This is an optimization exercise on Yosys and OpenROAD, whose aim is small area, a short achievable clock period and few clock cycles per item, not a production implementation. In this exercise RTL edits were held to simulation tests only and were not proved equivalent to the original.

==> flow/config.mk <==
export PLATFORM = sky130hd
export DESIGN_NAME = ray_sampler
export DESIGN_NICKNAME = ray_sampler
export VERILOG_FILES = /design/flow/design.v
export SDC_FILE = /design/flow/constraint.sdc
export NUM_CORES = 4
export LEC_CHECK = 0
export CAP_MARGIN = 20
export CORE_MARGIN = 2
export CORE_UTILIZATION = 45
export SLEW_MARGIN = 20
==> flow/constraint.sdc <==
create_clock -name core_clock -period 25.0 [get_ports {clk}]
set_input_delay 5.0000 -clock core_clock [delete_from_list [all_inputs] [get_ports {clk}]]
set_output_delay 5.0000 -clock core_clock [all_outputs]
set_load 0.01 [all_outputs]
==> flow/design.v <==
module ray_sampler (
    input  wire         clk,
    input  wire         rst,
    input  wire         in_valid,
    output wire         in_ready,
    input  wire         wrap,        
    input  wire [8:0]   nu,          
    input  wire [26:0]  cu,          
    input  wire [31:0]  pos_x,       
    input  wire [31:0]  pos_y,       
    input  wire [127:0] taps,        
    output reg          out_valid,
    output reg  [15:0]  s_out,       
    output reg  [23:0]  cu_out,      
    output reg  [16:0]  x0_out,      
    output reg  [16:0]  y0_out       
);
    assign in_ready = 1'b1;
    reg         v1;
    reg         wrap1;
    reg [8:0]   nu1;
    reg [26:0]  cu1;
    reg [31:0]  px1, py1;
    reg [127:0] taps1;
    always @(posedge clk) begin
        if (rst)
            v1 <= 1'b0;
        else
            v1 <= in_valid;
        wrap1 <= wrap;
        nu1   <= nu;
        cu1   <= cu;
        px1   <= pos_x;
        py1   <= pos_y;
        taps1 <= taps;
    end
    wire signed [26:0] cu_s  = $signed(cu1);
    wire signed [11:0] cu_ip = {cu1[26], cu1[26:16]};
    wire signed [11:0] n_s   = {3'b000, nu1};
    wire signed [11:0] rem   = cu_ip % n_s;
    wire signed [11:0] modv  = (rem < 0) ? rem + n_s : rem;
    wire        [8:0]  nm1   = nu1 - 9'd1;
    wire signed [26:0] nmax  = {3'b000, nm1[7:0], 16'd0};
    reg [23:0] cu_e;
    always @(*) begin
        if (wrap1)
            cu_e = {modv[7:0], cu1[15:0]};
        else if (cu_s < 0)
            cu_e = 24'd0;
        else if (cu_s > nmax)
            cu_e = nmax[23:0];
        else
            cu_e = cu1[23:0];
    end
    wire [16:0] wr    = {1'b0, cu_e[15:0]} + 17'd128;
    wire [8:0]  w     = wr[16:8];
    wire [32:0] xs  = {px1[31], px1} - 33'd32768;
    wire [32:0] ys  = {py1[31], py1} - 33'd32768;
    wire [16:0] x0  = xs[32:16];
    wire [16:0] y0  = ys[32:16];
    wire [16:0] wxr = {1'b0, xs[15:0]} + 17'd128;
    wire [16:0] wyr = {1'b0, ys[15:0]} + 17'd128;
    wire [8:0]  wx  = wxr[16:8];
    wire [8:0]  wy  = wyr[16:8];
    wire [16:0] w00 = (17'd256 - {8'd0, wx}) * (17'd256 - {8'd0, wy});
    wire [16:0] w10 = {8'd0, wx} * (17'd256 - {8'd0, wy});
    wire [16:0] w01 = (17'd256 - {8'd0, wx}) * {8'd0, wy};
    wire [16:0] w11 = {8'd0, wx} * {8'd0, wy};
    function [15:0] bilinear;
        input [16:0] a00, a10, a01, a11;
        input [63:0] t;
        reg   [32:0] acc;
        begin
            acc = {16'd0, a00} * {17'd0, t[15:0]}  + {16'd0, a10} * {17'd0, t[31:16]}
                + {16'd0, a01} * {17'd0, t[47:32]} + {16'd0, a11} * {17'd0, t[63:48]}
                + 33'd32768;
            bilinear = acc[31:16];
        end
    endfunction
    wire [15:0] b_lo = bilinear(w00, w10, w01, w11, taps1[63:0]);
    wire [15:0] b_hi = bilinear(w00, w10, w01, w11, taps1[127:64]);
    reg         v2;
    reg [15:0]  blo2, bhi2;
    reg [8:0]   w2;
    reg [23:0]  cue2;
    reg [16:0]  x02, y02;
    always @(posedge clk) begin
        if (rst)
            v2 <= 1'b0;
        else
            v2 <= v1;
        blo2 <= b_lo;
        bhi2 <= b_hi;
        w2   <= w;
        cue2 <= cu_e;
        x02  <= x0;
        y02  <= y0;
    end
    wire [25:0] mix = (26'd256 - {17'd0, w2}) * {10'd0, blo2}
                    + {17'd0, w2} * {10'd0, bhi2} + 26'd128;
    always @(posedge clk) begin
        if (rst)
            out_valid <= 1'b0;
        else
            out_valid <= v2;
        s_out  <= mix[23:8];
        cu_out <= cue2;
        x0_out <= x02;
        y0_out <= y02;
    end
endmodule
==> flow/run.sh <==
#!/bin/bash
# synth_recipe.tcl (not shown) runs the flow's synth.tcl, then flattens the netlist and writes it again
# the make line also repeats each setting of config.mk as NAME=value (left out here)
make -C /OpenROAD-flow-scripts/flow DESIGN_CONFIG=/design/flow/config.mk WORK_HOME=/design/flow/orfs CLKGATE_MAP_FILE= SYNTH_SCRIPT=/design/flow/synth_recipe.tcl finish
==> flow_metrics.py <==
metrics = {
    "routing": {
        "wl_um": 291000,
        "antenna_left": 0,
        "first_iter_violations": 3981,
        "dr.pass1.iters": 5,
        "routedWlPerCell_um": 20.1,
        "vias": 74700,
        "drc": 0,
        "vias_per_cell": 5.15,
    },
    "yosys": {
        "synth_area_per_cell_sq_um": 9.30,
        "synth-seq-cells": 391,
        "synth.most_common_cell": "inv_1",
        "syn_nets": 15100,
        "syn-cell-area_sq_um": 106000,
        "synth_common_cells": "inv_1 (2768), fa_1 (2511), nand2_1 (1590), ha_1 (1053), and2_1 (801)",
        "synth_area_leaders": "fa_1 (48%), ha_1 (12%), inv_1 (9.8%)",
        "ys_types": 93,
        "synth_top_cell_area_share_pct": 47.6,
        "synthCells": 11300,
        "synth_ff_type": "dfxtp_1",
        "async_reset_ff_share_pct": 0,
        "ys_seq_area_share_pct": 7.42,
        "synth_edf_count": 0,
        "yosysTopAreaCell": "fa_1",
        "yosysWarnings": 1,
    },
    "clock_tree": {
        "clk_path_buf_depth": 3,
        "cts.sinks": 391,
        "cts_buffers": 56,
        "insertion_delay_ns": 0.72,
        "cts_tree": "done",
        "clk_pin_slew_ns": 0.06,
        "htreeDepth": 2,
        "cts_root_buffer": "clkbuf_16",
        "ctsHoldBuffers": 0,
    },
    "timing": {
        "worst_pin_slew_ns": 1.17,
        "fin_skew_ns": 0.0290,
        "maxSlewHeadroom_pct": 21.5,
        "finalSetupTns_ns": 0,
        "worst_slack_ns": 1.77,
        "fin_crit_ns": 23.23,
        "setup_violations": 0,
        "rsz0062_at_grt": "no",
        "clock.fmax_mhz": 43.0,
        "post-route-period-util_pct": 92.9,
        "maxSlewViolCount": 0,
        "hold_viol_final": 0,
    },
    "worst_setup_path": {
        "required_ns": 25.61,
        "reg2reg_depth": 96,
        "criticalPathCategory": "reg2reg",
        "rrSetupSlack_ns": 1.77,
        "rr_endpoint": "cue2[23]",
        "crit_slowest_cell": "mux4_2",
        "crit_path_start_kind": "flop",
        "critPathMaxStageDelay_ns": 0.52,
        "crit_fanout": 12,
        "r2r_start": "cu1[16]",
        "critPathArrivalTime_ns": 23.84,
        "endpoint_kind": "flop",
        "path_common_cell": "ha_1",
    },
    "global_route": {
        "grt_start_max_net_pins": 53,
        "grt_pass1_vias": 84200,
        "antenna_found_initial": 26,
        "overflow": 0,
        "track_usage_pct": 25.4,
        "grt_pass1_wl_um": 466000,
    },
    "final_layout": {
        "final_nets": 15100,
        "area_growth_pct": 7.95,
        "final_layout_size_suffix_gt1_share_pct": 3.28,
    },
    "placement": {
        "post-place-ws_ns": 0.954,
        "dpl.hpwl_um": 241000,
        "port_buffers": 292,
        "place.gp.congestion": 0.879,
    },
    "min_path": {
        "hold_path.class": "reg2reg",
        "hold_end": "x0_out[5]",
        "hp-start": "x02[5]",
        "whs_path_depth": 0,
    },
    "floorplan": {
        "row_count": 177,
        "die_area_sq_um": 238000,
        "core_area_sq_um": 233000,
        "ioPinCount": 308,
        "fp.dieW_um": 488,
        "fp.dieH_um": 488,
        "start_util_pct": 45.3,
    },
    "run": {
        "maxCapViolations": 0,
    },
    "outcome": {
        "status": "finished clean",
    },
}
[registers in the layout, indices dropped and copies added, names as in the netlist, 9 cells and up]
| signal | count |
|---|---|
| bhi2 | 16 |
| w2 | 9 |
| px1 | 25 |
| s_out | 16 |
| cu_out | 24 |
| x02 | 17 |
| cue2 | 24 |
| y02 | 17 |
| taps1 | 128 |
| py1 | 25 |
| nu1 | 9 |
| cu1 | 27 |
| x0_out | 17 |
| blo2 | 16 |
| y0_out | 17 |
[routing by layer]
metal | vias to the layer above | global-route usage [%] | routed length (um)
met3 | 646 | 2.74 | 13600
met1 | 39100 | 30.0 | 110000
li1 | 32900 | - | -
met5 | - | 0 | 105
met2 | 2053 | 45.7 | 150000
met4 | 16 | 12.8 | 17300
[critical path: cells and delay by family, from the launching register on]
| family | cells | cell delay, ns |
|---|---|---|
| AOI/OAI and AO/OA | 45 | 9.29 |
| xor gates and xnor gates | 1 | 0.23 |
| adders and majority gates | 13 | 4.08 |
| buffers and inverters | 8 | 1.22 |
| DFF | 1 | 0.39 |
| muxes | 7 | 2.67 |
| and+or+nand+nor | 22 | 5.24 |
[final cells by class]
class	instances	area, sq um
tap	3132	3920
sequential	391	7830
timing repair buffer	418	3870
multi-input combinational	7684	85900
fill	22100	119000
inverter	2769	10400
clock buffer	68	1520
antenna	4	10.0
clock inverter	36	502
[repair_timing]
action                                  CTS  global route
endpoints found under the setup margin    0             7
setup buffers                             0             3
gates resized for setup                   0             9
[cell usage in the layout, fill, tap and decap left out, drive strengths merged, types with 97 or more instances in the layout]
cell type,n
and3,110
ha,1053
xnor2,230
fa,2511
nor2,418
inv,2778
dfxtp,391
and2,801
nand2,1591
nand2b,100
buf,126
clkdlybuf4s50,292
nor2b,97
[per-stage QoR]
stage	hold WS [ns]	cell area [sq um]	std cells	util (%)
2_1_floorplan	0.310	106000	11300	-
3_3_place_gp	0.310	112000	14400	48.0
3_5_place_dp	0.312	112000	14400	48.0
4_1_cts	0.323	114000	14500	48.9
5_1_grt	0.328	114000	14500	48.9
6_report	0.322	114000	14500	48.9
[worst max-delay path by stage]
stage / start / to / slack [ns] / cells past startpoint
after detailed placement: cu1[16] / cue2[23] / 0.95 / 96
after CTS: cu1[16] / cue2[23] / 0.83 / 96
final: cu1[16] / cue2[23] / 1.77 / 96
after global placement: cu1[16] / cue2[23] / 1.22 / 96
after floorplan: cu1[22] / cue2[23] / 4.58 / 94
after global routing: cu1[16] / cue2[23] / 0.1 / 98
[cell families after synthesis]
logic type | after synthesis | share of synthesized area [%]
AO/OA/AOI/OAI | 388 | 2.50
adder cells (fa/ha/maj) | 3564 | 60.1
XOR/XNOR | 320 | 2.66
multiplexers | 43 | 0.458
AND/OR/NAND/NOR | 3367 | 15.2
buffers and inverters | 3266 | 11.6
flip-flops | 391 | 7.42
other | 2 | 0.00712
Testbench counts, summed over its fixed seeds: cycles 24,032, items 24,000.

[port drivers added, routing unchanged]
In the flow no input, the clock included, has a driving cell. The finished layout below was timed again as built, in two steps. Step 1 (the two cells are an assumption about what drives the block):
set clk [get_ports {clk}]
set_driving_cell -lib_cell sky130_fd_sc_hd__clkbuf_16 $clk
set_driving_cell -lib_cell sky130_fd_sc_hd__buf_2 [delete_from_list [all_inputs] $clk]
Step 2 moves the port delays by t, midway between the first and last clock arrival at a register: inputs arrive t later, outputs are due t later. That takes back most of the time a late clock gives input paths. Slacks: ideal ports / drivers / drivers and shift; pairs: ideal ports / drivers.
t, ns: 0.798
slack for setup (ns): 1.767 / 1.767 / 1.767
worst slew at a driven data input, ns: 0.15
After both steps setup and hold are still met in this run. For this run, drivers alone change the setup slack by 0.000 ns; drivers and shift together by 0.000 ns.
